This design comes from an exercise in tuning for small area, a short achievable clock period and few clock cycles on the open sky130 flow, not from production work.
The RTL was checked by simulation tests, not by an equivalence proof against the original design.
Power figures rest on the tool's default switching activity, not on a simulated workload.

## flow/config.mk

```make
export PLATFORM = sky130hd
export DESIGN_NAME = paltein_core
export DESIGN_NICKNAME = paltein_core
export VERILOG_FILES = /design/flow/design.v
export SDC_FILE = /design/flow/constraint.sdc
export NUM_CORES = 4
export LEC_CHECK = 0
export CAP_MARGIN = 30
export CORE_MARGIN = 2
export CORE_UTILIZATION = 40
export CTS_BUF_LIST = sky130_fd_sc_hd__clkbuf_4 sky130_fd_sc_hd__clkbuf_8
export SLEW_MARGIN = 30
```

## flow/constraint.sdc

```tcl
create_clock -name core_clock -period 22.0 [get_ports {clk}]
set_input_delay 4.4000 -clock core_clock [delete_from_list [all_inputs] [get_ports {clk}]]
set_output_delay 4.4000 -clock core_clock [all_outputs]
set_load 0.01 [all_outputs]
```

## flow/design.v

```verilog
module paltein_core (
    input  wire        clk,
    input  wire        rst,           
    input  wire        start,
    input  wire [13:0] start_pc,
    input  wire [31:0] bound,
    input  wire [31:0] evt_time,
    input  wire [2:0]  port_idx,
    output wire        ready,
    output reg         done,
    output reg  [3:0]  fault,
    output reg  [14:0] end_pc,
    output reg  [31:0] steps,
    output wire        imem_en,
    output wire [13:0] imem_addr,
    input  wire [31:0] imem_rdata,
    output reg         dmem_en,
    output reg         dmem_we,
    output reg  [31:0] dmem_addr,
    output reg  [3:0]  dmem_be,
    output reg  [31:0] dmem_wdata,
    input  wire [31:0] dmem_rdata
);
    localparam [14:0] CODE_WORDS = 15'd12288;
    localparam [14:0] NO_ADDR    = 15'h7FFF;
    localparam [3:0] F_NONE     = 4'd0;
    localparam [3:0] F_ILLEGAL  = 4'd1;
    localparam [3:0] F_MISALIGN = 4'd2;
    localparam [3:0] F_BADADDR  = 4'd3;
    localparam [3:0] F_WPROT    = 4'd4;
    localparam [3:0] F_STACK    = 4'd5;
    localparam [3:0] F_OVERSTEP = 4'd6;
    localparam [3:0] E_RUN  = 4'd0;    
    localparam [3:0] E_LD1  = 4'd1;    
    localparam [3:0] E_LD2  = 4'd2;    
    localparam [3:0] E_MUL  = 4'd3;    
    localparam [3:0] E_MULW = 4'd4;    
    localparam [3:0] E_DIV1 = 4'd5;    
    localparam [3:0] E_DIV2 = 4'd6;    
    localparam [3:0] E_DIVW = 4'd7;    
    localparam [3:0] E_LEND = 4'd8;    
    localparam [3:0] E_BPOP = 4'd9;    
    localparam [3:0] E_RPOP = 4'd10;   
    localparam [3:0] E_TF1  = 4'd11;   
    localparam [3:0] E_TF2  = 4'd12;
    localparam [5:0] OP_ADD   = 6'h01, OP_SUB   = 6'h02, OP_AND   = 6'h03,
                     OP_OR    = 6'h04, OP_XOR   = 6'h05, OP_SHL   = 6'h06,
                     OP_SHR   = 6'h07, OP_SAR   = 6'h08, OP_SLT   = 6'h09,
                     OP_SLTU  = 6'h0A, OP_MIN   = 6'h0B, OP_MAX   = 6'h0C,
                     OP_MINU  = 6'h0D, OP_MAXU  = 6'h0E, OP_ADDSU = 6'h0F,
                     OP_SUBSU = 6'h10, OP_MUL   = 6'h11, OP_MULH  = 6'h12,
                     OP_MULHU = 6'h13, OP_DIV   = 6'h14, OP_DIVU  = 6'h15,
                     OP_REM   = 6'h16, OP_REMU  = 6'h17, OP_ADDI  = 6'h18,
                     OP_ANDI  = 6'h19, OP_ORI   = 6'h1A, OP_XORI  = 6'h1B,
                     OP_SHLI  = 6'h1C, OP_SHRI  = 6'h1D, OP_SARI  = 6'h1E,
                     OP_LUI   = 6'h1F, OP_SLTI  = 6'h20, OP_SLTIU = 6'h21,
                     OP_MULI  = 6'h22, OP_LDW   = 6'h23, OP_LDH   = 6'h24,
                     OP_LDHS  = 6'h25, OP_LDB   = 6'h26, OP_LDBS  = 6'h27,
                     OP_STW   = 6'h28, OP_STH   = 6'h29, OP_STB   = 6'h2A,
                     OP_EXT   = 6'h2B, OP_EXTS  = 6'h2C, OP_INS   = 6'h2D,
                     OP_BR    = 6'h2E, OP_LOOP  = 6'h2F, OP_CALL  = 6'h30,
                     OP_RET   = 6'h31, OP_END   = 6'h32, OP_TEVT  = 6'h36;
    reg        run;
    reg        fin_q;                 
    reg [3:0]  es;
    reg [31:0] left;                  
    reg [3:0]  pend;                  
    reg [31:0] evt_time_r;
    reg [2:0]  port_r;
    reg [14:0] lpc;                   
    reg [14:0] tgt;                   
    reg [3:0]  tf_ret;                
    reg [31:0] rf [1:15];             
    reg [15:1] gv;                    
    reg [14:0] fa;                    
    reg [14:0] da;                    
    reg        dv;
    reg [14:0] exp;                   
    reg        q0v, q1v;
    reg [14:0] q0a, q1a;
    reg [31:0] q0w, q1w;
    reg [13:0] rs_ret [0:7];
    reg [5:0]  rs_fb  [0:7];
    reg [3:0]  rsp;
    reg [5:0]  fbase;                 
    reg [13:0] ls_start [0:30];
    reg [9:0]  ls_rem   [0:30];
    reg [5:0]  lsp;
    reg [13:0] t_start;               
    reg [9:0]  t_rem;
    reg [13:0] t_end;
    reg [3:0]  t_reg;
    reg        t_ok;                  
    reg [13:0] c1_end, c2_end;        
    reg [3:0]  c1_reg, c2_reg;        
    reg        c1_ok, c2_ok;
    reg [33:0] x0;                    
    reg [32:0] x1;                    
    reg [31:0] x2;                    
    reg [33:0] x3;                    
    reg        xs;                    
    reg [2:0]  xn;                    
    reg [4:0]  xc;                    
    reg        xhi;                   
    reg        xqn, xrn;              
    reg [3:0]  xd;                    
    reg [2:0]  ld_op;
    reg [1:0]  ld_lane;
    assign ready     = !run && !fin_q;
    assign imem_en   = run;
    assign imem_addr = fa[13:0];
    function [21:0] pdec;
        input [31:0] w;
        reg [5:0] o;
        reg [13:0] sub;
        reg ill, ld, st, gdr, cm;
        reg [3:0] c;
        reg [5:0] top;
        begin
            o   = w[31:26];
            sub = w[13:0];
            top = {1'b0, sub[9:5]} + {1'b0, sub[4:0]};
            ld  = (o >= OP_LDW) && (o <= OP_LDBS);
            st  = (o >= OP_STW) && (o <= OP_STB);
            gdr = st || (o == OP_INS) || (o == OP_LOOP);
            ill = 1'b0;
            c   = 4'd1;
            case (o)
                OP_ADD, OP_SUB, OP_AND, OP_OR, OP_XOR, OP_SHL, OP_SHR, OP_SAR,
                OP_SLT, OP_SLTU, OP_MIN, OP_MAX, OP_MINU, OP_MAXU, OP_ADDSU,
                OP_SUBSU: ill = (sub != 14'd0);
                OP_MUL, OP_MULH, OP_MULHU: begin
                    ill = (sub != 14'd0);
                    c   = 4'd2;
                end
                OP_DIV, OP_DIVU, OP_REM, OP_REMU: begin
                    ill = (sub != 14'd0);
                    c   = 4'd12;
                end
                OP_ADDI, OP_ANDI, OP_ORI, OP_XORI, OP_SLTI, OP_SLTIU: ;
                OP_SHLI, OP_SHRI, OP_SARI: ill = (w[17:5] != 13'd0);
                OP_LUI:  ill = (w[21:18] != 4'd0);
                OP_MULI: c = 4'd2;
                OP_LDW, OP_LDH, OP_LDHS, OP_LDB, OP_LDBS,
                OP_STW, OP_STH, OP_STB: c = 4'd2;
                OP_EXT, OP_EXTS, OP_INS:
                    ill = (sub[13:10] != 4'd0) || (w[17:14] != 4'd0) || top[5];
                OP_BR:
                    ill = (w[25:22] > 4'h8) || (sub == 14'd0) ||
                          (w[25:22] == 4'h0 && (w[21:18] != 4'd0 || w[17:14] != 4'd0));
                OP_LOOP:
                    ill = (w[25:22] == 4'd0) || (w[21:12] == 10'd0) || (w[11:0] == 12'd0);
                OP_CALL: begin
                    ill = (w[25:22] != 4'd0) || (w[21:18] != 4'd0);
                    c   = 4'd3;
                end
                OP_RET: begin
                    ill = (w[25:0] != 26'd0);
                    c   = 4'd3;
                end
                OP_END:  ill = (w[25:0] != 26'd0);
                OP_TEVT: ill = (w[21:18] != 4'd0) || (w[17:14] != 4'd0) || (sub != 14'd0);
                default: ill = 1'b1;
            endcase
            cm = (o >= OP_MUL && o <= OP_MULHU) || o == OP_MULI;
            pdec = {ill, c, gdr ? w[25:22] : w[17:14],
                    (o == OP_ANDI || o == OP_ORI || o == OP_XORI || o == OP_SLTIU),
                    (o >= OP_ADDI) && (o <= OP_STB),
                    !(o == OP_ADD || o == OP_ADDI || o == OP_ADDSU || ld || st),
                    !(cm || (o >= OP_DIV && o <= OP_REMU) || ld || st || o == OP_BR ||
                      o == OP_LOOP || o == OP_CALL || o == OP_RET || o == OP_END),
                    cm, (o >= OP_DIV && o <= OP_REMU), ld, st, o == OP_BR, o == OP_LOOP,
                    o == OP_CALL, o == OP_RET, o == OP_END};
        end
    endfunction
    reg [21:0] q0d;
    wire        illegal   = q0d[21];
    wire [3:0]  cost_s    = q0d[20:17];
    wire [3:0]  rb        = q0d[16:13];
    wire        sel_z     = q0d[12];
    wire        sel_s     = q0d[11];
    wire        do_sub    = q0d[10];
    wire        is_alu    = q0d[9];
    wire        is_mul    = q0d[8];
    wire        is_div    = q0d[7];
    wire        is_load   = q0d[6];
    wire        is_store  = q0d[5];
    wire        is_br     = q0d[4];
    wire        is_loop   = q0d[3];
    wire        is_call   = q0d[2];
    wire        is_ret    = q0d[1];
    wire        is_end    = q0d[0];
    wire        is_mem    = is_load || is_store;
    wire [31:0] ir    = q0w;
    wire [14:0] pc    = q0a;
    wire [5:0]  op    = ir[31:26];
    wire [3:0]  fd    = ir[25:22];
    wire [3:0]  fa_f  = ir[21:18];
    wire [3:0]  fb    = ir[17:14];
    wire [13:0] fsub  = ir[13:0];
    wire [17:0] imm18 = ir[17:0];
    wire [31:0] imm_s = {{14{imm18[17]}}, imm18};
    wire [31:0] imm_z = {14'd0, imm18};
    function [31:0] rf_rd;
        input [3:0] a;
        begin
            case (a)
                4'd1:  rf_rd = gv[1]  ? rf[1]  : 32'd0;
                4'd2:  rf_rd = gv[2]  ? rf[2]  : 32'd0;
                4'd3:  rf_rd = gv[3]  ? rf[3]  : 32'd0;
                4'd4:  rf_rd = gv[4]  ? rf[4]  : 32'd0;
                4'd5:  rf_rd = gv[5]  ? rf[5]  : 32'd0;
                4'd6:  rf_rd = gv[6]  ? rf[6]  : 32'd0;
                4'd7:  rf_rd = gv[7]  ? rf[7]  : 32'd0;
                4'd8:  rf_rd = gv[8]  ? rf[8]  : 32'd0;
                4'd9:  rf_rd = gv[9]  ? rf[9]  : 32'd0;
                4'd10: rf_rd = gv[10] ? rf[10] : 32'd0;
                4'd11: rf_rd = gv[11] ? rf[11] : 32'd0;
                4'd12: rf_rd = gv[12] ? rf[12] : 32'd0;
                4'd13: rf_rd = gv[13] ? rf[13] : 32'd0;
                4'd14: rf_rd = gv[14] ? rf[14] : 32'd0;
                4'd15: rf_rd = gv[15] ? rf[15] : 32'd0;
                default: rf_rd = 32'd0;
            endcase
        end
    endfunction
    reg  [31:0] oa, ob;
    wire [31:0] ga = oa;
    wire [31:0] r2 = ob;
    wire [31:0] gb = r2;
    wire [31:0] gd = r2;
    wire [31:0] opb = sel_z ? imm_z : sel_s ? imm_s : gb;
    wire [4:0]  shamt = opb[4:0];
    wire [32:0] as_y = {1'b0, ga} + {1'b0, opb ^ {32{do_sub}}} + {32'd0, do_sub};
    wire        lt_u = !as_y[32];
    wire        lt_s = (ga[31] ^ opb[31]) ? ga[31] : as_y[31];
    wire [4:0]  f_pos  = fsub[9:5];
    wire [4:0]  f_wm1  = fsub[4:0];
    wire [5:0]  f_top  = {1'b0, f_pos} + {1'b0, f_wm1};
    reg  [31:0] f_mask, f_fmask;
    integer k;
    always @(*) begin
        for (k = 0; k < 32; k = k + 1) begin
            f_mask[k]  = (k[4:0] <= f_wm1);
            f_fmask[k] = (k[4:0] >= f_pos) && (k[5:0] <= f_top);
        end
    end
    wire        sh_ext  = (op == OP_EXT) || (op == OP_EXTS);
    wire        sh_ins  = (op == OP_INS);
    wire [4:0]  rsh_amt = sh_ext ? f_pos : shamt;
    wire        rsh_ar  = (op == OP_SAR) || (op == OP_SARI);
    wire [63:0] rsh_in  = {{32{rsh_ar & ga[31]}}, ga};
    wire [63:0] rsh_o   = rsh_in >> rsh_amt;
    wire [31:0] rsh_y   = rsh_o[31:0];
    wire [4:0]  lsh_amt = sh_ins ? f_pos : shamt;
    wire [31:0] lsh_y   = ga << lsh_amt;
    wire [31:0] f_ext  = rsh_y & f_mask;
    wire        f_sign = ga[f_top[4:0]];
    wire [31:0] f_exts = f_ext | ((f_sign) ? ~f_mask : 32'd0);
    wire [31:0] f_ins  = (gd & ~f_fmask) | (lsh_y & f_fmask);
    wire [9:0]  lp_max   = ir[21:12];
    wire [11:0] lp_len   = ir[11:0];
    wire        lp_zero  = (gd == 32'd0);
    wire [9:0]  lp_count = (gd[31:10] == 22'd0 && gd[9:0] < lp_max) ? gd[9:0] : lp_max;
    reg [31:0] alu_y;
    always @(*) begin
        case (op)
            OP_ADD, OP_ADDI,
            OP_SUB:            alu_y = as_y[31:0];
            OP_AND, OP_ANDI:   alu_y = ga & opb;
            OP_OR,  OP_ORI:    alu_y = ga | opb;
            OP_XOR, OP_XORI:   alu_y = ga ^ opb;
            OP_SHL, OP_SHLI:   alu_y = lsh_y;
            OP_SHR, OP_SHRI,
            OP_SAR, OP_SARI:   alu_y = rsh_y;
            OP_SLT, OP_SLTI:   alu_y = {31'd0, lt_s};
            OP_SLTU, OP_SLTIU: alu_y = {31'd0, lt_u};
            OP_MIN:            alu_y = lt_s ? ga : opb;
            OP_MAX:            alu_y = lt_s ? opb : ga;
            OP_MINU:           alu_y = lt_u ? ga : opb;
            OP_MAXU:           alu_y = lt_u ? opb : ga;
            OP_ADDSU:          alu_y = as_y[32] ? 32'hFFFF_FFFF : as_y[31:0];
            OP_SUBSU:          alu_y = lt_u ? 32'd0 : as_y[31:0];
            OP_LUI:            alu_y = {imm18, 14'd0};
            OP_EXT:            alu_y = f_ext;
            OP_EXTS:           alu_y = f_exts;
            OP_INS:            alu_y = f_ins;
            OP_TEVT:           alu_y = evt_time_r;
            OP_LOOP:           alu_y = {22'd0, lp_count};
            default:           alu_y = 32'd0;
        endcase
    end
    wire [3:0] cond = fd;
    wire       eq_ab = (ga == gb);
    reg br_take;
    always @(*) begin
        case (cond)
            4'h0:    br_take = 1'b1;
            4'h1:    br_take = eq_ab;
            4'h2:    br_take = !eq_ab;
            4'h3:    br_take = lt_s;
            4'h4:    br_take = !lt_s;
            4'h5:    br_take = lt_u;
            4'h6:    br_take = !lt_u;
            4'h7:    br_take = ((ga & gb) != 32'd0);
            4'h8:    br_take = ((ga & gb) == 32'd0);
            default: br_take = 1'b0;
        endcase
    end
    wire [14:0] br_target = pc + {1'b0, fsub};
    wire is_word  = (op == OP_LDW) || (op == OP_STW);
    wire is_half  = (op == OP_LDH) || (op == OP_LDHS) || (op == OP_STH);
    wire [31:0] maddr = as_y[31:0];
    wire m_misalign = (is_word && maddr[1:0] != 2'b00) || (is_half && maddr[0]);
    wire r_ram    = (maddr[31:14] == 18'd0);
    wire r_evt    = (maddr[31:5]  == 27'h0002000);
    wire r_shared = (maddr[31:19] == 13'h0001);
    wire r_dev    = (maddr[31:16] == 16'h0010);
    wire m_mapped = r_ram | r_evt | r_shared | r_dev;
    wire own_shared = r_shared && (maddr[18:15] == {1'b0, port_r});
    wire own_dev    = r_dev && (maddr[15:10] == (6'd4 + {3'd0, port_r}));
    wire m_wprot  = is_store && !(r_ram || own_shared || own_dev);
    wire [3:0] m_be = is_word ? 4'b1111 :
                      is_half ? (maddr[1] ? 4'b1100 : 4'b0011) :
                      (4'b0001 << maddr[1:0]);
    wire [31:0] m_wdata = is_word ? gd :
                          is_half ? {2{gd[15:0]}} :
                          {4{gd[7:0]}};
    wire [3:0] cost = is_br ? (br_take ? 4'd2 : 4'd1) : is_loop ? (lp_zero ? 4'd3 : 4'd1) : cost_s;
    wire [31:0] left_e = left - {28'd0, pend};
    wire left_hi0  = (left_e[31:4] == 28'd0);
    wire lend_over = left_hi0 && (left_e[3:0] < 4'd2);
    wire        in_frame = (lsp > fbase);
    wire        in_frame2 = (lsp > fbase + 6'd1);
    wire [4:0]  lsp_m1   = lsp[4:0] - 5'd1;
    wire [4:0]  lsp_m2   = lsp[4:0] - 5'd2;
    wire [13:0] below_start = ls_start[lsp_m2];
    wire [9:0]  below_rem   = ls_rem[lsp_m2];
    function [14:0] pred;
        input [14:0] a;
        begin
            if (in_frame && t_ok && a == {1'b0, t_end} && t_rem > 10'd1)
                pred = {1'b0, t_start};
            else
                pred = a + 15'd1;
        end
    endfunction
    function [5:0] clz32;
        input [31:0] v;
        integer j;
        begin
            clz32 = 6'd32;
            for (j = 0; j < 32; j = j + 1)
                if (v[j]) clz32 = 6'd31 - j[5:0];
        end
    endfunction
    function [2:0] mchunks;
        input [32:0] v;
        begin
            if (v[31:8] == {24{v[32]}})       mchunks = 3'd1;
            else if (v[31:16] == {16{v[32]}}) mchunks = 3'd2;
            else if (v[31:24] == {8{v[32]}})  mchunks = 3'd3;
            else                              mchunks = 3'd4;
        end
    endfunction
    wire        m_signed = (op == OP_MULH);
    wire [32:0] m_a  = {m_signed & ga[31], ga};
    wire [32:0] m_b  = {m_signed & opb[31], opb};
    wire [2:0]  m_na = mchunks(m_a);
    wire [2:0]  m_nb = mchunks(m_b);
    wire        m_sw = (m_na < m_nb);
    wire        d_signed = (op == OP_DIV) || (op == OP_REM);
    wire [31:0] d_a = (d_signed & ga[31]) ? (32'd0 - ga) : ga;
    wire [31:0] d_b = (d_signed & gb[31]) ? (32'd0 - gb) : gb;
    wire [8:0]  mul_c9 = {(xc == 5'd1) ? xs : 1'b0, x2[7:0]};
    wire [41:0] mul_t  = $signed({{8{x0[33]}}, x0}) + $signed(x1) * $signed(mul_c9);
    wire [87:0] mul_v  = {{22{x0[33]}}, x0, x2};
    wire [5:0]  mul_off = {xhi, 5'd0} + 6'd32 - {xn, 3'd0};
    wire [31:0] mul_res = mul_v[mul_off +: 32];
    wire [5:0]  dclz_a = clz32(x0[31:0]);
    wire [5:0]  dclz_b = clz32(x1[31:0]);
    wire [4:0]  d_i0   = dclz_b[4:0] - dclz_a[4:0];
    wire        d_small = (x1[31:0] == 32'd0) || (x0[31:0] < x1[31:0]);
    wire [32:0] d_trial = {1'b0, x0[31:0]} - {1'b0, x1[31:0]};
    wire        d_ge    = !d_trial[32];
    wire [32:0] d_s1    = {1'b0, x0[31:0]} - {2'b0, x1[31:1]};
    wire [33:0] d_s3    = {2'b0, x0[31:0]} - x3;
    wire        d_ge2   = d_ge ? !d_s3[33] : !d_s1[32];
    wire [31:0] d_r1    = d_ge ? d_trial[31:0] : x0[31:0];
    wire [31:0] d_r2    = d_ge ? (d_ge2 ? d_s3[31:0] : d_trial[31:0])
                               : (d_ge2 ? d_s1[31:0] : x0[31:0]);
    wire [31:0] d_sh    = x1[31:0] << d_i0;
    wire [33:0] d_b3    = {2'b0, x1[31:0]} + {1'b0, x1[31:0], 1'b0};    
    wire [34:0] d_b3sh  = {1'b0, d_b3} << d_i0;
    wire [31:0] neg_x0  = 32'd0 - x0[31:0];
    wire [31:0] div_res = xhi ? (xqn ? 32'd0 - x2 : x2)
                              : (xrn ? neg_x0 : x0[31:0]);
    wire [31:0] div_res0 = xhi ? 32'd0 : (xrn ? neg_x0 : x0[31:0]);
    wire [31:0] ld_shft = dmem_rdata >> {ld_lane, 3'b000};
    wire [7:0]  ld_byte = ld_shft[7:0];
    wire [15:0] ld_half = ld_lane[1] ? dmem_rdata[31:16] : dmem_rdata[15:0];
    reg  [31:0] ld_val;
    always @(*) begin
        case (ld_op)
            3'd1:    ld_val = {16'd0, ld_half};
            3'd2:    ld_val = {{16{ld_half[15]}}, ld_half};
            3'd3:    ld_val = {24'd0, ld_byte};
            3'd4:    ld_val = {{24{ld_byte[7]}}, ld_byte};
            default: ld_val = dmem_rdata;
        endcase
    end
    wire l_0   = (left_e[3:0] == 4'd0);
    wire l_1   = (left_e[3:0] == 4'd1);
    wire l_lt3 = (left_e[3:0] < 4'd3);
    wire r_over = left_hi0 && (is_br   ? (l_0 || (l_1 && br_take)) :
                               is_loop ? (l_0 || (l_lt3 && lp_zero)) :
                                         (left_e[3:0] < cost_s));
    wire r_badpc = (pc >= CODE_WORDS);
    wire r_fmem  = is_mem && (m_misalign || !m_mapped || m_wprot);
    wire r_fstk  = (is_loop && !lp_zero && lsp == 6'd32) ||
                   (is_call && rsp == 4'd8) || (is_ret && rsp == 4'd0);
    wire r_fcall = is_call && ({1'b0, imm18} >= {4'd0, CODE_WORDS});
    wire r_fault = r_badpc || illegal || r_over || r_fmem || r_fstk || r_fcall;
    wire [3:0] r_fcode = r_badpc  ? F_BADADDR :
                         illegal  ? F_ILLEGAL :
                         r_over   ? F_OVERSTEP :
                         r_fmem   ? (m_misalign ? F_MISALIGN : !m_mapped ? F_BADADDR : F_WPROT) :
                         r_fstk   ? F_STACK : F_BADADDR;
    wire [14:0] cpc    = (es == E_RUN) ? pc : lpc;
    wire        at_end = in_frame && (!t_ok || {1'b0, t_end} == cpc);
    wire [14:0] nx_run  = q1v ? q1a : exp;
    wire [14:0] nx_oth  = q0v ? q0a : exp;
    wire [14:0] pc1     = pc + 15'd1;
    wire [14:0] lpc1    = lpc + 15'd1;
    wire        ok_pc1  = (pc1 == nx_run);
    wire        ok_br   = (br_target == nx_run);
    wire        ok_call = (imm18[14:0] == nx_run);
    wire        ok_lpc1 = (lpc1 == nx_oth);
    wire        ok_tst  = ({1'b0, t_start} == nx_oth);
    wire        ok_tgt  = (tgt == nx_oth);
    wire [14:0] ret_a      = {1'b0, rs_ret[rsp[2:0] - 3'd1]};
    wire [14:0] ret_m1     = ret_a - 15'd1;
    wire [5:0]  ret_fb     = rs_fb[rsp[2:0] - 3'd1];
    wire        ret_at_end = (lsp > ret_fb) && (!t_ok || {1'b0, t_end} == ret_m1);
    wire        ok_ret_run = (ret_a == nx_run);
    wire        ok_ret_oth = (ret_a == nx_oth);
    wire fl_ok    = t_ok && (!left_hi0 || left_e[3:0] >= 4'd4);
    wire fl_more  = in_frame2 && (!c1_ok || {1'b0, c1_end} == cpc);
    wire ok_tst_x = ({1'b0, t_start} == ((es == E_RUN) ? nx_run : nx_oth));
    wire [14:0] lp_last  = pc + {3'd0, lp_len};
    wire [14:0] lp_next  = pc + {3'd0, lp_len} + 15'd1;
    wire        ok_skip  = (lp_next == nx_run);
    wire ovl = (es == E_LD1) && q0v && ok_lpc1 && !at_end && (is_alu || is_store) &&
               (xd == 4'd0 || (fa_f != xd && rb != xd && fd != xd));
    wire [31:0] lw_val = {22'd0, (t_rem > 10'd1) ? t_rem - 10'd1 : 10'd0};
    reg        c_lw;                   
    reg        c_dec;                  
    reg        c_fin;                  
    reg        c_flt;                  
    reg [3:0]  c_fcode;
    reg [14:0] c_fpc;
    reg        c_go;                   
    reg        c_ok;                   
    reg [14:0] c_npc;
    reg        c_lend;                 
    reg [14:0] c_lpc;
    reg        c_wr;                   
    reg [3:0]  c_wreg;
    reg [31:0] c_wdata;
    reg [3:0]  c_cost;                 
    reg [3:0]  c_es;                   
    reg        c_push, c_pop;
    reg        c_tf;                   
    reg        c_mem;                  
    always @(*) begin
        c_fin   = 1'b0;
        c_flt   = 1'b0;
        c_fcode = r_fcode;
        c_fpc   = pc;
        c_go    = 1'b0;
        c_ok    = ok_lpc1;
        c_npc   = lpc1;
        c_lend  = 1'b0;
        c_lpc   = cpc;
        c_wr    = 1'b0;
        c_wreg  = fd;
        c_wdata = alu_y;
        c_cost  = 4'd0;
        c_es    = es;
        c_push  = 1'b0;
        c_pop   = 1'b0;
        c_tf    = 1'b0;
        c_mem   = 1'b0;
        c_lw    = 1'b0;
        c_dec   = 1'b0;
        case (es)
        E_RUN: if (q0v) begin
            c_fin  = r_fault || is_end;
            c_flt  = r_fault;
            c_cost = cost;
            c_npc  = pc1;
            c_ok   = ok_pc1;
            if (is_mul)
                c_es = E_MUL;
            else if (is_div)
                c_es = E_DIV1;
            else if (is_mem) begin
                c_mem = 1'b1;
                if (is_load)
                    c_es = E_LD1;
                else begin
            if (!at_end) c_go = 1'b1; 
            else if (!fl_ok) c_lend = 1'b1; 
            else begin 
                c_lw = 1'b1; 
                if (t_rem > 10'd1) begin 
                    c_go  = 1'b1; 
                    c_npc = {1'b0, t_start}; 
                    c_ok  = ok_tst_x; 
                    c_dec = 1'b1; 
                end else begin 
                    c_pop = 1'b1; 
                    if (fl_more) c_lend = 1'b1; else c_go = 1'b1; 
                end 
            end
                end
            end else if (is_br) begin
                if (br_take) begin
                    if (in_frame && t_ok && {1'b0, t_end} < br_target &&
                        !(in_frame2 && (!c1_ok || {1'b0, c1_end} < br_target))) begin
                        c_pop = 1'b1;
                        c_go  = 1'b1;
                        c_npc = br_target;
                        c_ok  = ok_br;
                    end else if (in_frame && (!t_ok || {1'b0, t_end} < br_target))
                        c_es = E_BPOP;
                    else begin
                        c_go  = 1'b1;
                        c_npc = br_target;
                        c_ok  = ok_br;
                    end
                end else begin
            if (!at_end) c_go = 1'b1; 
            else if (!fl_ok) c_lend = 1'b1; 
            else begin 
                c_lw = 1'b1; 
                if (t_rem > 10'd1) begin 
                    c_go  = 1'b1; 
                    c_npc = {1'b0, t_start}; 
                    c_ok  = ok_tst_x; 
                    c_dec = 1'b1; 
                end else begin 
                    c_pop = 1'b1; 
                    if (fl_more) c_lend = 1'b1; else c_go = 1'b1; 
                end 
            end
                end
            end else if (is_loop) begin
                if (lp_zero) begin
                    if (in_frame && (!t_ok || {1'b0, t_end} == lp_last)) begin
                        c_lend = 1'b1;
                        c_lpc  = lp_last;
                    end else begin
                        c_go  = 1'b1;
                        c_npc = lp_next;
                        c_ok  = ok_skip;
                    end
                end else begin
                    c_wr   = 1'b1;
                    c_push = 1'b1;
                    c_go   = 1'b1;
                end
            end else if (is_call) begin
                c_go  = 1'b1;
                c_npc = imm18[14:0];
                c_ok  = ok_call;
            end else if (is_ret) begin
                if (in_frame)
                    c_es = E_RPOP;
                else if (ret_at_end) begin
                    c_lend = 1'b1;
                    c_lpc  = ret_m1;
                end else begin
                    c_go  = 1'b1;
                    c_npc = ret_a;
                    c_ok  = ok_ret_run;
                end
            end
            else if (is_alu) begin
                c_wr = 1'b1;
            if (!at_end) c_go = 1'b1; 
            else if (!fl_ok) c_lend = 1'b1; 
            else begin 
                c_lw = 1'b1; 
                if (t_rem > 10'd1) begin 
                    c_go  = 1'b1; 
                    c_npc = {1'b0, t_start}; 
                    c_ok  = ok_tst_x; 
                    c_dec = 1'b1; 
                end else begin 
                    c_pop = 1'b1; 
                    if (fl_more) c_lend = 1'b1; else c_go = 1'b1; 
                end 
            end
            end
        end
        E_LD1: begin
            c_es = E_LD2;
            if (ovl) begin
                c_fin  = r_fault;
                c_flt  = r_fault;
                c_cost = cost;
                if (is_store)
                    c_mem = 1'b1;
                else
                    c_wr = 1'b1;
            end
        end
        E_LD2: begin
            c_wr    = 1'b1;
            c_wreg  = xd;
            c_wdata = ld_val;
            if (!at_end) c_go = 1'b1; 
            else if (!fl_ok) c_lend = 1'b1; 
            else begin 
                c_lw = 1'b1; 
                if (t_rem > 10'd1) begin 
                    c_go  = 1'b1; 
                    c_npc = {1'b0, t_start}; 
                    c_ok  = ok_tst_x; 
                    c_dec = 1'b1; 
                end else begin 
                    c_pop = 1'b1; 
                    if (fl_more) c_lend = 1'b1; else c_go = 1'b1; 
                end 
            end
        end
        E_MUL: if (xc == 5'd1) c_es = E_MULW;
        E_MULW: begin
            c_wr    = 1'b1;
            c_wreg  = xd;
            c_wdata = mul_res;
            if (!at_end) c_go = 1'b1; 
            else if (!fl_ok) c_lend = 1'b1; 
            else begin 
                c_lw = 1'b1; 
                if (t_rem > 10'd1) begin 
                    c_go  = 1'b1; 
                    c_npc = {1'b0, t_start}; 
                    c_ok  = ok_tst_x; 
                    c_dec = 1'b1; 
                end else begin 
                    c_pop = 1'b1; 
                    if (fl_more) c_lend = 1'b1; else c_go = 1'b1; 
                end 
            end
        end
        E_DIV1: begin
            if (d_small) begin
                c_wr    = 1'b1;
                c_wreg  = xd;
                c_wdata = div_res0;
            if (!at_end) c_go = 1'b1; 
            else if (!fl_ok) c_lend = 1'b1; 
            else begin 
                c_lw = 1'b1; 
                if (t_rem > 10'd1) begin 
                    c_go  = 1'b1; 
                    c_npc = {1'b0, t_start}; 
                    c_ok  = ok_tst_x; 
                    c_dec = 1'b1; 
                end else begin 
                    c_pop = 1'b1; 
                    if (fl_more) c_lend = 1'b1; else c_go = 1'b1; 
                end 
            end
            end else
                c_es = E_DIV2;
        end
        E_DIV2: if (xc <= 5'd1) c_es = E_DIVW;
        E_DIVW: begin
            c_wr    = 1'b1;
            c_wreg  = xd;
            c_wdata = div_res;
            if (!at_end) c_go = 1'b1; 
            else if (!fl_ok) c_lend = 1'b1; 
            else begin 
                c_lw = 1'b1; 
                if (t_rem > 10'd1) begin 
                    c_go  = 1'b1; 
                    c_npc = {1'b0, t_start}; 
                    c_ok  = ok_tst_x; 
                    c_dec = 1'b1; 
                end else begin 
                    c_pop = 1'b1; 
                    if (fl_more) c_lend = 1'b1; else c_go = 1'b1; 
                end 
            end
        end
        E_LEND: begin
            c_fpc   = lpc;
            c_fcode = F_OVERSTEP;
            if (in_frame && !t_ok)
                c_tf = 1'b1;
            else if (in_frame && {1'b0, t_end} == lpc) begin
                c_fin   = lend_over;
                c_flt   = lend_over;
                c_cost  = 4'd2;
                c_wr    = 1'b1;
                c_wreg  = t_reg;
                if (t_rem > 10'd1) begin
                    c_wdata = {22'd0, t_rem - 10'd1};
                    c_go    = 1'b1;
                    c_npc   = {1'b0, t_start};
                    c_ok    = ok_tst;
                end else begin
                    c_wdata = 32'd0;
                    c_pop   = 1'b1;
                    c_go    = !(in_frame2 && (!c1_ok || {1'b0, c1_end} == lpc));
                end
            end else
                c_go = 1'b1;
        end
        E_BPOP: begin
            if (in_frame && !t_ok)
                c_tf = 1'b1;
            else if (in_frame && {1'b0, t_end} < tgt)
                c_pop = 1'b1;
            else begin
                c_go  = 1'b1;
                c_npc = tgt;
                c_ok  = ok_tgt;
            end
        end
        E_RPOP: begin
            if (in_frame)
                c_pop = 1'b1;
            else if (ret_at_end) begin
                c_lend = 1'b1;
                c_lpc  = ret_m1;
            end else begin
                c_go  = 1'b1;
                c_npc = ret_a;
                c_ok  = ok_ret_oth;
            end
        end
        default: ;
        endcase
        if (c_lw)
            c_cost = c_cost + 4'd2;
    end
    wire redirect = c_go && !c_ok;
    wire flush    = redirect || c_tf;
    wire [31:0] nw = q1v ? q1w : imem_rdata;    
    wire [21:0] nd = pdec(nw);
    wire        ld_q0 = consume || !q0v;
    function [31:0] byp;
        input [3:0]  r;
        input [31:0] v;
        begin
            if (c_lw && t_reg == r && r != 4'd0)
                byp = lw_val;
            else if (c_wr && c_wreg == r && r != 4'd0)
                byp = c_wdata;
            else
                byp = v;
        end
    endfunction
    wire [31:0] oa_new = byp(nw[21:18], rf_rd(nw[21:18]));
    wire [31:0] ob_new = byp(nd[16:13], rf_rd(nd[16:13]));
    wire [31:0] oa_old = byp(fa_f, oa);
    wire [31:0] ob_old = byp(rb, ob);
    wire [31:0] oa_n = ld_q0 ? oa_new : oa_old;
    wire [31:0] ob_n = ld_q0 ? ob_new : ob_old;
    wire consume = ((es == E_RUN) && q0v) || ovl;
    wire in_v    = dv && (da == exp);
    wire space   = consume || !q0v || !q1v;
    wire take_nf = in_v && space;
    wire take    = take_nf && !flush;
    wire [14:0] pred_da = pred(da);
    wire [14:0] pred_fa = pred(fa);
    wire        fa_eq_pda = (fa == pred_da);
    wire        fa_eq_exp = (fa == exp);
    wire        in_call = (imem_rdata[31:26] == OP_CALL);
    wire        in_ret  = (imem_rdata[31:26] == OP_RET) && (rsp != 4'd0);
    wire [14:0] in_jt   = in_call ? imem_rdata[14:0] : ret_a;
    wire [14:0] exp_nf = take_nf ? ((in_call || in_ret) ? in_jt : pred_da) : exp;
    wire        fa_adv = take_nf ? (!(in_call || in_ret) && fa_eq_pda) : fa_eq_exp;
    wire [14:0] exp_n  = redirect ? c_npc : c_tf ? NO_ADDR : exp_nf;
    wire [14:0] fa_n   = redirect ? c_npc :
                         c_tf     ? {1'b0, t_start} - 15'd1 :
                         fa_adv   ? pred_fa : exp_nf;
    always @(posedge clk) begin
        if (rst) begin
            run     <= 1'b0;
            fin_q   <= 1'b0;
            done    <= 1'b0;
            fault   <= F_NONE;
            end_pc  <= 15'd0;
            steps   <= 32'd0;
            dmem_en <= 1'b0;
            dmem_we <= 1'b0;
        end else begin
            done    <= fin_q;
            fin_q   <= 1'b0;
            dmem_en <= 1'b0;
            dmem_we <= 1'b0;
            if (ready) begin
                if (start) begin
                    run   <= 1'b1;
                    steps <= 32'd0;
                end
            end else begin
                steps <= steps + {28'd0, pend};
            end
            if (run) begin
                if (c_fin) begin
                    run    <= 1'b0;
                    fin_q  <= 1'b1;
                    fault  <= c_flt ? c_fcode : F_NONE;
                    end_pc <= c_fpc;
                end
                if (c_mem && !c_flt) begin
                    dmem_en <= 1'b1;
                    dmem_we <= is_store;
                end
            end
        end
    end
    always @(posedge clk) begin
        if (c_mem) begin
            dmem_addr  <= maddr;
            dmem_be    <= m_be;
            dmem_wdata <= m_wdata;
        end
    end
    always @(posedge clk) begin
        if (rst || !run) begin
            q0v <= 1'b0;
            q1v <= 1'b0;
            dv  <= 1'b0;
            es  <= E_RUN;
            if (!rst && start && ready) begin
                fa         <= {1'b0, start_pc};
                exp        <= {1'b0, start_pc};
                left       <= bound;
                pend       <= 4'd0;
                evt_time_r <= evt_time;
                port_r     <= port_idx;
                gv         <= 15'd0;
                rsp        <= 4'd0;
                fbase      <= 6'd0;
                lsp        <= 6'd0;
                t_ok       <= 1'b0;
                c1_ok      <= 1'b0;
                c2_ok      <= 1'b0;
            end
        end else begin
            dv  <= 1'b1;
            da  <= fa;
            fa  <= fa_n;
            exp <= exp_n;
            if (consume || !q0v) begin
                q0a <= q1v ? q1a : da;
                q0w <= nw;
                q0d <= nd;
            end
            if (consume || !q0v || !q1v) begin
                q1a <= da;
                q1w <= imem_rdata;
            end
            if (flush) begin
                q0v <= 1'b0;
                q1v <= 1'b0;
            end else if (consume || !q0v) begin
                q0v <= q1v || take;
                q1v <= q1v && take;
            end else if (!q1v)
                q1v <= take;
            oa <= oa_n;
            ob <= ob_n;
            left <= left_e;
            pend <= c_flt ? 4'd0 : c_cost;
            if (c_wr && c_wreg != 4'd0) begin
                rf[c_wreg] <= c_wdata;
                gv[c_wreg] <= 1'b1;
            end
            if (c_lw && t_reg != 4'd0) begin
                rf[t_reg] <= lw_val;
                gv[t_reg] <= 1'b1;
            end
            if (c_go)
                es <= E_RUN;
            else if (c_lend) begin
                es  <= E_LEND;
                lpc <= c_lpc;
            end else if (c_tf) begin
                es     <= E_TF1;
                tf_ret <= es;
            end else if (es == E_TF1)
                es <= E_TF2;
            else if (es == E_TF2)
                es <= tf_ret;
            else
                es <= c_es;
            if (c_push) begin
                if (lsp != 6'd0) begin
                    ls_start[lsp_m1] <= t_start;
                    ls_rem[lsp_m1]   <= t_rem;
                end
                c1_end  <= t_end;
                c1_reg  <= t_reg;
                c1_ok   <= t_ok;
                c2_end  <= c1_end;
                c2_reg  <= c1_reg;
                c2_ok   <= c1_ok;
                t_start <= pc[13:0] + 14'd1;
                t_end   <= pc[13:0] + {2'd0, lp_len};
                t_reg   <= fd;
                t_rem   <= lp_count;
                t_ok    <= 1'b1;
                lsp     <= lsp + 6'd1;
            end else if (c_pop) begin
                t_start <= below_start;
                t_rem   <= below_rem;
                t_end   <= c1_end;
                t_reg   <= c1_reg;
                t_ok    <= c1_ok;
                c1_end  <= c2_end;
                c1_reg  <= c2_reg;
                c1_ok   <= c2_ok;
                c2_ok   <= 1'b0;
                lsp     <= lsp - 6'd1;
            end else if ((es == E_LEND && c_go && c_wr) || c_dec)
                t_rem <= t_rem - 10'd1;
            else if (es == E_TF2) begin
                t_end <= t_start - 14'd1 + {2'd0, imem_rdata[11:0]};
                t_reg <= imem_rdata[25:22];
                t_ok  <= 1'b1;
            end
            if (es == E_RUN && q0v && is_call) begin
                rs_ret[rsp[2:0]] <= pc[13:0] + 14'd1;
                rs_fb[rsp[2:0]]  <= fbase;
                rsp   <= rsp + 4'd1;
                fbase <= lsp;
            end
            if ((es == E_RPOP || (es == E_RUN && q0v && is_ret)) && !in_frame) begin
                rsp   <= rsp - 4'd1;
                fbase <= ret_fb;
            end
            if (es == E_RUN)
                tgt <= br_target;
            if (ovl)
                lpc <= pc;
            case (es)
            E_RUN: begin
                if (!c_lend)
                    lpc <= pc;
                xd  <= fd;
                if (is_load) begin
                    ld_lane <= maddr[1:0];
                    case (op)
                        OP_LDH:  ld_op <= 3'd1;
                        OP_LDHS: ld_op <= 3'd2;
                        OP_LDB:  ld_op <= 3'd3;
                        OP_LDBS: ld_op <= 3'd4;
                        default: ld_op <= 3'd0;
                    endcase
                end
                if (is_div) begin
                    x0  <= {2'd0, d_a};
                    x1  <= {1'b0, d_b};
                    x2  <= 32'd0;
                    xhi <= (op == OP_DIV) || (op == OP_DIVU);
                    xqn <= d_signed & (ga[31] ^ gb[31]);
                    xrn <= d_signed & ga[31];
                end else begin
                    x0  <= 34'd0;
                    x1  <= m_sw ? m_b : m_a;
                    x2  <= m_sw ? m_a[31:0] : m_b[31:0];
                    xs  <= m_sw ? m_a[32] : m_b[32];
                    xn  <= m_sw ? m_na : m_nb;
                    xc  <= {2'd0, m_sw ? m_na : m_nb};
                    xhi <= (op == OP_MULH) || (op == OP_MULHU);
                end
            end
            E_MUL: begin
                x0 <= mul_t[41:8];
                x2 <= {mul_t[7:0], x2[31:8]};
                xc <= xc - 5'd1;
            end
            E_DIV1: begin
                x1 <= {1'b0, d_sh};
                x3 <= d_b3sh[34:1];
                xc <= d_i0;
            end
            E_DIV2: begin
                if (xc == 5'd0) begin
                    x0 <= {2'd0, d_r1};
                    x2 <= {x2[30:0], d_ge};
                end else begin
                    x0 <= {2'd0, d_r2};
                    x2 <= {x2[29:0], d_ge, d_ge2};
                    x1 <= {3'b0, x1[31:2]};
                    x3 <= {2'b0, x3[33:2]};
                    xc <= xc - 5'd2;
                end
            end
            default: ;
            endcase
        end
    end
endmodule
```

## flow/run.sh

```bash
#!/bin/bash
# synth_recipe.tcl (not shown) runs the flow's synth.tcl, then flattens the netlist and writes it again
# the make line also repeats each setting of config.mk as NAME=value (left out here)
make -C /OpenROAD-flow-scripts/flow DESIGN_CONFIG=/design/flow/config.mk WORK_HOME=/design/flow/orfs CLKGATE_MAP_FILE= SYNTH_SCRIPT=/design/flow/synth_recipe.tcl finish
```

==> out/results.ini, run 1 <==
[status]
outcome=complete, no violations

[detailed_routing]
drt_iter0_drc=21026
drcViolationCount=0
drt-wirelength-per-cell_um=36.85
dr.pass1.iters=10
viasPerCell=6.650
ant_nets=0
drt_wl_total_um=764500
num_vias=137990

[worst_hold_path]
hp-class=flip-flop to flip-flop
hold_depth=0
hold_start=c1_reg[1]$_DFFE_PP_
hold_path_end=c2_reg[1]$_DFFE_PP_

[final_layout]
largestRegisters=rf: 480 flops, ls_start: 434 flops, ls_rem: 310 flops
fillers=35504
largest_register_ff_count=480
top_register=rf
areaGrowthSynthToFinish_pct=12.76
drive_gt1_share_pct=12.93
fin_nets=16434
final_cell_area_um2=167900

[place]
gp_congestion=1.071
dp_hpwl_um=553300
place_area_um2=159900
portBuffers=284

[die]
fp.dieW_um=614.1
die_area_um2=377100
die_h_um=614.1
coreArea_um2=371400
io_pins=286
fp-row-count=224
start_util_pct=40.09

[sta]
fin_crit_sh_pct=40.65
setup_tns_ns=0
finalHoldViolCount=0
rsz0062_at_grt=false
drv_slew=0
period_needed_ns=8.944
fmax_mhz=111.8
skew_ns=0.1320
worst_pin_slew_ns=1.132
slew_headroom_pct=23.76
setup_viol=0

[global_routing]
grt.total_usage_pct=39.03
grt_max_degree=110
antenna_found_initial=70
grt_pass1_wl_um=1047000
grt_pass1_vias=129139
grt-ovfl-total=0

[critical_path]
critPathKind=flip-flop to flip-flop
worstPathArrival_ns=9.78
end_kind=flip-flop
r2r-start=q0d[12]$_DFFE_PP_
crit_chain=nor2_4 > buf_4 > mux2i_1 > xnor2_1 > ha_1 > a21oi_1 > nand2_1 > or2_2 > o211ai_1 > a211o_1 > a31oi_1 > nor3_1 > and3_1 > buf_4 > a211oi_1 > or3_1 > buf_4 > nor3b_1 > nand2_1 > buf_4 > nand2_1 > o22ai_1
path_max_fanout=26
rr_worst_depth=22
r2r_slack_ns=13.06
r2r-end=rf[6][5]$_DFFE_PP_
crit_family=simple AND/OR/NAND/NOR gates
critPathSlowestCell=mux2i_1
cpMostUsedCell=buf_4
crit_path_start_kind=flip-flop
slowest_delay_ns=0.83
required_ns=22.83
path_buf_inv=4

[clock_network]
cts_made_buffers=373
clockBufferDepth=4
clock_sinks=2109
cts-root-buf=clkbuf_8
cts_setup_buffers=0
clkSlewWorstSetupHoldPaths_ns=0.06
clk_latency_ns=1.19
h-tree-depth=5
cts_tree=done
hold_buffers=0
cts.repair.resized=0

[pwr]
total_leakage_power_nw=60.14
max-vdd-ir-drop_v=0.00006354
p_per_area_nw_per_um2=73.41

[logic_synthesis]
syn-num-nets=16285
netlist_area_um2=148900
synth-edff-count=1717
synth_top_flop_cell=edfxtp_1
async_flop_share_pct=0
synth_seq_cells=2109
synth_cells=15288
yosysSeqAreaShare_pct=39.90
synth.avg_cell_area_um2=9.739
synth.distinct_cells=119
ys_warn_count=1

[flow_run]
cap_violations=0

cell usage in the layout (no fill, tap or decap), types with 113 or more instances in the layout:
| cell type | n |
|---|---|
| a211oi_1 | 468 |
| a21o_1 | 167 |
| a21oi_1 | 839 |
| a22oi_1 | 275 |
| a31oi_1 | 123 |
| and2_1 | 174 |
| buf_4 | 687 |
| clkbuf_4 | 129 |
| clkbuf_8 | 397 |
| clkdlybuf4s50_1 | 283 |
| dfxtp_1 | 391 |
| edfxtp_1 | 1717 |
| fa_1 | 287 |
| ha_1 | 557 |
| inv_1 | 687 |
| mux2i_1 | 452 |
| mux4_2 | 310 |
| nand2_1 | 1264 |
| nand3_1 | 702 |
| nand4_1 | 229 |
| nor2_1 | 1152 |
| nor3_1 | 238 |
| nor4_1 | 113 |
| o211ai_1 | 133 |
| o21ai_0 | 868 |
| o221ai_1 | 151 |
| o22ai_1 | 159 |
| or3_1 | 113 |
| xnor2_1 | 530 |
| xor2_1 | 267 |
power by group:
group          switching, W  internal, W  total [W]
Sequential        0.0000999      0.00436    0.00446
Combinational       0.00260      0.00138    0.00398
Clock               0.00183      0.00205    0.00388
routing by layer:
layer / up-vias / track usage (%) / part of all wire, % / wire length (um)
met5: - / 0 / 0.026 / 201
met4: 32 / 25.42 / 7.9 / 60130
met3: 2318 / 11.48 / 12 / 92080
met2: 9830 / 55.40 / 41 / 312700
met1: 68066 / 51.57 / 39 / 299400
li1: 57744 / - / - / -
worst max-delay path by stage:
stage                      start            endpoint  slack, ns  cells past startpoint
6_report       q0d[12]$_DFFE_PP_  rf[6][5]$_DFFE_PP_      13.06                     22
5_1_grt        q0d[12]$_DFFE_PP_  rf[6][5]$_DFFE_PP_      12.88                     22
4_1_cts          xc[1]$_DFFE_PP_    x0[31]$_DFFE_PP_      13.39                     25
3_5_place_dp      imem_rdata[26]     ob[8]$_DFFE_PP_      12.68                     16
3_3_place_gp      imem_rdata[26]    ob[16]$_DFFE_PP_      12.67                     16
2_1_floorplan                rst    q0a[0]$_DFFE_PP_      13.35                      6
stage by stage:
step           hold WS (ns)  setup slack, ns  util, %  power (W)  instances
2_1_floorplan        0.4064            13.35        -   0.006955      15288
3_3_place_gp         0.4390            12.67    42.95   0.008348      20011
3_5_place_dp         0.4357            12.68    43.06   0.008346      20027
4_1_cts              0.4556            13.39    45.13    0.01221      20710
5_1_grt              0.4635            12.88    45.19    0.01276      20723
6_report             0.4564            13.06    45.21    0.01232      20750
kinds of logic after synthesis:
logic type | count (synthesis) | synth area share, %
AOI/OAI and AO/OA | 4118 | 18.48
xor gates and xnor gates | 826 | 4.950
adders and majority gates | 852 | 8.607
buffers and inverters | 1930 | 4.989
DFF | 2109 | 39.90
muxes | 875 | 8.606
other | 1 | 0.002519
and+or+nand+nor | 4577 | 14.47
final cells by class:
| type | count | area [um2] | share of cell area, % |
|---|---|---|---|
| inverter | 709 | 2668 | 1.589 |
| timing repair buffer | 995 | 8473 | 5.047 |
| clock buffer | 526 | 6432 | 3.831 |
| clock inverter | 157 | 1246 | 0.7423 |
| tap | 4972 | 6221 | 3.705 |
| sequential | 2109 | 59410 | 35.39 |
| multi-input combinational | 11249 | 83350 | 49.65 |
| antenna | 33 | 82.58 | 0.04919 |
synthesized netlist by cell type, drive strengths merged (123+ instances only):
cell type,number,area share (%)
mux4,311,4.7
a31oi,124,0.52
nor3,267,0.90
dfxtp,392,5.3
o21ai,887,3.0
o221ai,152,0.89
o22ai,160,0.67
clkbuf,1046,2.6
fa,288,3.9
nor2,1220,3.1
mux2i,468,3.2
nand3,703,2.4
a22oi,276,1.4
a21o,167,0.84
a21oi,853,2.9
edfxtp,1717,35
inv,692,1.7
xnor2,541,3.2
ha,561,4.7
xor2,277,1.6
and2,203,0.85
buf,175,0.56
a211oi,474,2.4
nand2,1267,3.2
nand4,229,0.96
nor4,123,0.53
o211ai,134,0.68
Testbench counts, summed over its fixed seeds: cycles 169,734.
==> run 2, diff against run 1 <==
--- a/flow/design.v
+++ b/flow/design.v
@@ -101,2 +101,3 @@
     reg        xs;                    
+    reg        xlast;                 
     reg [2:0]  xn;                    
@@ -374,3 +375,3 @@
     wire [31:0] d_b = (d_signed & gb[31]) ? (32'd0 - gb) : gb;
-    wire [8:0]  mul_c9 = {(xc == 5'd1) ? xs : 1'b0, x2[7:0]};
+    wire [8:0]  mul_c9 = {xlast ? xs : 1'b0, x2[7:0]};
     wire [41:0] mul_t  = $signed({{8{x0[33]}}, x0}) + $signed(x1) * $signed(mul_c9);
@@ -541,18 +542,6 @@
                     end
-                end else begin
-            if (!at_end) c_go = 1'b1; 
-            else if (!fl_ok) c_lend = 1'b1; 
-            else begin 
-                c_lw = 1'b1; 
-                if (t_rem > 10'd1) begin 
-                    c_go  = 1'b1; 
-                    c_npc = {1'b0, t_start}; 
-                    c_ok  = ok_tst_x; 
-                    c_dec = 1'b1; 
-                end else begin 
-                    c_pop = 1'b1; 
-                    if (fl_more) c_lend = 1'b1; else c_go = 1'b1; 
-                end 
-            end
-                end
+                end else if (at_end)
+                    c_lend = 1'b1;    
+                else
+                    c_go = 1'b1;
             end else if (is_loop) begin
@@ -983,2 +972,3 @@
                     xc  <= {2'd0, m_sw ? m_na : m_nb};
+                    xlast <= (m_sw ? m_na : m_nb) == 3'd1;
                     xhi <= (op == OP_MULH) || (op == OP_MULHU);
@@ -990,2 +980,3 @@
                 xc <= xc - 5'd1;
+                xlast <= (xc == 5'd2);
             end
==> flow/config.mk (replaced) <==
export PLATFORM = sky130hd
export DESIGN_NAME = paltein_core
export DESIGN_NICKNAME = paltein_core
export VERILOG_FILES = /design/flow/design.v
export SDC_FILE = /design/flow/constraint.sdc
export NUM_CORES = 4
export LEC_CHECK = 0
export CAP_MARGIN = 40
export CORE_MARGIN = 2
export CORE_UTILIZATION = 35
export SLEW_MARGIN = 40
==> out/results.ini, run 2 <==
[status]
outcome=complete, no violations  ; unchanged

[final_layout]
largest_register_ff_count=480  ; unchanged
top_register=rf  ; unchanged
final_cell_area_um2=168800  ; was 167900 um2
drive_gt1_share_pct=12.57  ; was 12.93%
multi_input_area_um2=83040  ; was 83350 um2
largestRegisters=rf: 480 flops, ls_start: 434 flops, ls_rem: 310 flops  ; unchanged
areaGrowthSynthToFinish_pct=13.94  ; was 12.76%
final_cell_mix=edfxtp_1, nand2_1, nor2_1  ; unchanged
fin_nets=16156  ; was 16.43k
seq_area_um2=59440  ; was 59410 um2
final_common_cell=edfxtp_1  ; unchanged
fillers=41085  ; was 35.50k

[global_routing]
grt-ovfl-total=0  ; unchanged
antenna_found_initial=79  ; was 70
grt_pass1_vias=126981  ; was 129.1k
grt.total_usage_pct=34.71  ; was 39.03%
grt_pass1_wl_um=1048000  ; was 1047000 um
grt_max_degree=96  ; was 110

[place]
portBuffers=284  ; unchanged
dp_hpwl_um=559700  ; was 553300 um
place_area_um2=161000  ; was 159900 um2
dp_slack_ns=12.41  ; was 12.68 ns
gp_congestion=1.093  ; was 1.071

[die]
io_pins=286  ; unchanged
fp.dieW_um=654.6  ; was 614.1 um
die_h_um=654.6  ; was 614.1 um
start_util_pct=35.21  ; was 40.09%
die_area_um2=428500  ; was 377100 um2
coreArea_um2=420800  ; was 371400 um2
fp-row-count=238  ; was 224

[clock_network]
h-tree-depth=4  ; was 5
clkSlewWorstSetupHoldPaths_ns=0.08  ; was 0.06 ns
cts_setup_buffers=0  ; unchanged
clock_sinks=2110  ; was 2109
hold_buffers=0  ; unchanged
cts.repair.resized=0  ; unchanged
cts_tree=done  ; unchanged
clk_latency_ns=1.02  ; was 1.19 ns
cts-root-buf=clkbuf_16  ; was clkbuf_8
cts_made_buffers=228  ; was 373
clockBufferDepth=4  ; unchanged

[detailed_routing]
drt_iter0_drc=21669  ; was 21.03k
drt-wirelength-per-cell_um=36.51  ; was 36.85 um
num_vias=135698  ; was 138.0k
viasPerCell=6.456  ; was 6.650
drt_wl_total_um=767400  ; was 764500 um
ant_nets=0  ; unchanged
drcViolationCount=0  ; unchanged
dr.pass1.iters=10  ; unchanged

[logic_synthesis]
synthTopCellsByCount=edfxtp_1, nand2_1, nor2_1  ; unchanged
yosysTopAreaCell=edfxtp_1  ; unchanged
synth-edff-count=1718  ; was 1717
yosysTopAreaCellShare_pct=34.83  ; was 34.63%
async_flop_share_pct=0  ; unchanged
synth_most_common_cell=edfxtp_1  ; unchanged
synth_seq_cells=2110  ; was 2109
synth.avg_cell_area_um2=9.829  ; was 9.739 um2
synth_top_flop_cell=edfxtp_1  ; unchanged
yosysSeqAreaShare_pct=40.12  ; was 39.90%
synth_cells=15071  ; was 15.29k
netlist_area_um2=148100  ; was 148900 um2
syn-num-nets=16069  ; was 16.29k
yosys-top-cells-area=edfxtp_1, dfxtp_1, mux4_2  ; was edfxtp_1, dfxtp_1, ha_1
synth.distinct_cells=118  ; was 119
ys_warn_count=1  ; unchanged

[critical_path]
critPathKind=flip-flop to flip-flop  ; unchanged
crit_chain=nor2_4 > buf_4 > nand2_1 > o21ai_1 > inv_1 > xnor2_1 > ha_1 > a21oi_1 > o21bai_1 > a21oi_1 > a2111oi_0 > a21oi_1 > o211ai_1 > a22oi_2 > nand2_1 > a2111oi_1 > o41ai_4 > nor2_4 > buf_4 > nor3b_1 > o21ai_0  ; was nor2_4 > buf_4 > mux2i_1 > xnor2_1 > ha_1 > a21oi_1 > nand2_1 > or2_2 > o211ai_1 > a211o_1 > a31oi_1 > nor3_1 > and3_1 > buf_4 > a211oi_1 > or3_1 > buf_4 > nor3b_1 > nand2_1 > buf_4 > nand2_1 > o22ai_1
worstPathArrival_ns=9.67  ; was 9.78 ns
path_max_fanout=38  ; was 26
slowest_delay_ns=0.86  ; was 0.83 ns
end_kind=flip-flop  ; unchanged
crit_path_start_kind=flip-flop  ; unchanged
cpMostUsedCell=a21oi_1  ; was buf_4
r2r-start=q0d[12]$_DFFE_PP_  ; unchanged
required_ns=22.72  ; was 22.83 ns
r2r_slack_ns=13.04  ; was 13.06 ns
critPathSlowestCell=a2111oi_1  ; was mux2i_1
startpoint=q0d[12]$_DFFE_PP_  ; unchanged

[sta]
setup_viol=0  ; unchanged
rsz0062_at_grt=false  ; unchanged
skew_ns=0.1092  ; was 0.1320 ns
fmax_mhz=111.7  ; was 111.8 MHz
period_needed_ns=8.955  ; was 8.944 ns
finalHoldViolCount=0  ; unchanged
slew_headroom_pct=30.27  ; was 23.76%
worst_pin_slew_ns=1.037  ; was 1.132 ns
setup_ws_ns=13.04  ; was 13.06 ns
fin_crit_sh_pct=40.71  ; was 40.65%
drv_slew=0  ; unchanged
setup_tns_ns=0  ; unchanged

[worst_hold_path]
hold_start=c1_reg[1]$_DFFE_PP_  ; unchanged
hp-class=flip-flop to flip-flop  ; unchanged

[pwr]
max-vdd-ir-drop_v=0.00007834  ; was 0.00006354 V
total_leakage_power_nw=60.51  ; was 60.14 nW
p_per_area_nw_per_um2=68.16  ; was 73.41 nW/um2

[flow_run]
cap_violations=0  ; unchanged

[run 2: changes by cell type after synthesis, moves of 54 or more]
cell	change
nor2_1	-208
a211oi_1	-186
nand2_1	+153
o22ai_1	+95
nand3_1	-92
o21ai_0	+62
mux2i_1	+54
[run 2: cells by family (layout without fill, tap and decap cells)]
group	after synthesis	after routing	share of synthesized area (%)
simple gates	4374	4374	13.91
mux	955	955	9.338
xor+xnor	837	837	5.104
fa+ha+maj	854	854	8.666
flops	2110	2110	40.12
compound gates	4040	4040	17.89
buf+inv	1900	2178	4.964
other cells	1	31	0.002531
[run 2: power by group]
part	internal [W]	switching (W)	total, W
registers	0.00434	0.0000679	0.00441
clock network	0.00220	0.00176	0.00397
logic	0.00110	0.00203	0.00313
[run 2: worst paths after layout]
path                         endpoint  cells past startpoint
hold reg to reg   c2_reg[1]$_DFFE_PP_                      0
setup / recovery      fa[8]$_DFFE_PP_                     21
hold / removal    c2_reg[1]$_DFFE_PP_                      0
setup reg to reg      fa[8]$_DFFE_PP_                     21
[run 2: layer usage]
layer	vias up	share of wire, %	GRT usage [%]
met5	-	0.027	0
met4	32	7.7	22.02
met3	2258	12	9.968
met2	9149	41	50.02
met1	67636	39	45.50
li1	56623	-	-
[run 2: layout make-up]
class	count	area share (%)
well taps	5640	4.181
diodes	30	0.04448
multi-input cells	11061	49.20
flip-flops and latches	2110	35.22
clock inverters	137	0.8198
repair buffers	1051	5.358
clock buffers	284	3.609
inverters	706	1.573
[run 2: through the flow]
| step | total power (W) | hold WS [ns] | cells | utilization (%) |
|---|---|---|---|---|
| finish | 0.01150 | 0.4654 | 21019 | 40.11 |
| global route | 0.01187 | 0.4921 | 20991 | 40.10 |
| CTS | 0.01143 | 0.4660 | 20976 | 40.03 |
| detailed placement | 0.007497 | 0.4407 | 20555 | 38.26 |
| global placement | 0.007481 | 0.4547 | 20510 | 38.00 |
| floorplan | 0.006376 | 0.4064 | 15071 | - |
[run 2: worst max-delay path, delay by kind of cell (launching register included)]
kind / cells / cell delay [ns]
xor+xnor: 1 / 0.24
compound gates: 11 / 4.18
fa+ha+maj: 1 / 0.41
flops: 1 / 0.53
buf+inv: 3 / 1.47
simple gates: 5 / 1.71
Testbench counts of run 2, summed over its fixed seeds: cycles 169,961.

==> port drivers added, routing unchanged <==
In the flow no input, the clock included, has a driving cell. The finished layouts below were timed again as built, in two steps.
Step 1: set_driving_cell puts a clkbuf_16 on clk and a buf_2 on each other input, an assumption about the parent block.
Step 2 times the ports against the registers' clock, not the clock port: input delays grow and output delays shrink by t, the midpoint of the rising clock arrivals with the driver on.
Slacks: ideal ports / drivers / drivers and shift; pairs: ideal ports / drivers.
run | shift t [ns] | setup slack, ns | hold slack, ns | latest minus earliest clock arrival (ns) | cell pins on the clock port's net
run 1 | 1.235 | 13.056 / 13.056 / 12.621 | 0.456 / 0.456 / 0.456 | 0.132 / 0.132 | 1
run 2 | 1.073 | 13.045 / 13.045 / 12.253 | 0.465 / 0.465 / 0.465 | 0.110 / 0.110 | 1
After both steps every run listed still meets setup and hold. The setup slack of run 2, which loses most, moves by 0.000 ns with the drivers and by -0.792 ns with both steps.
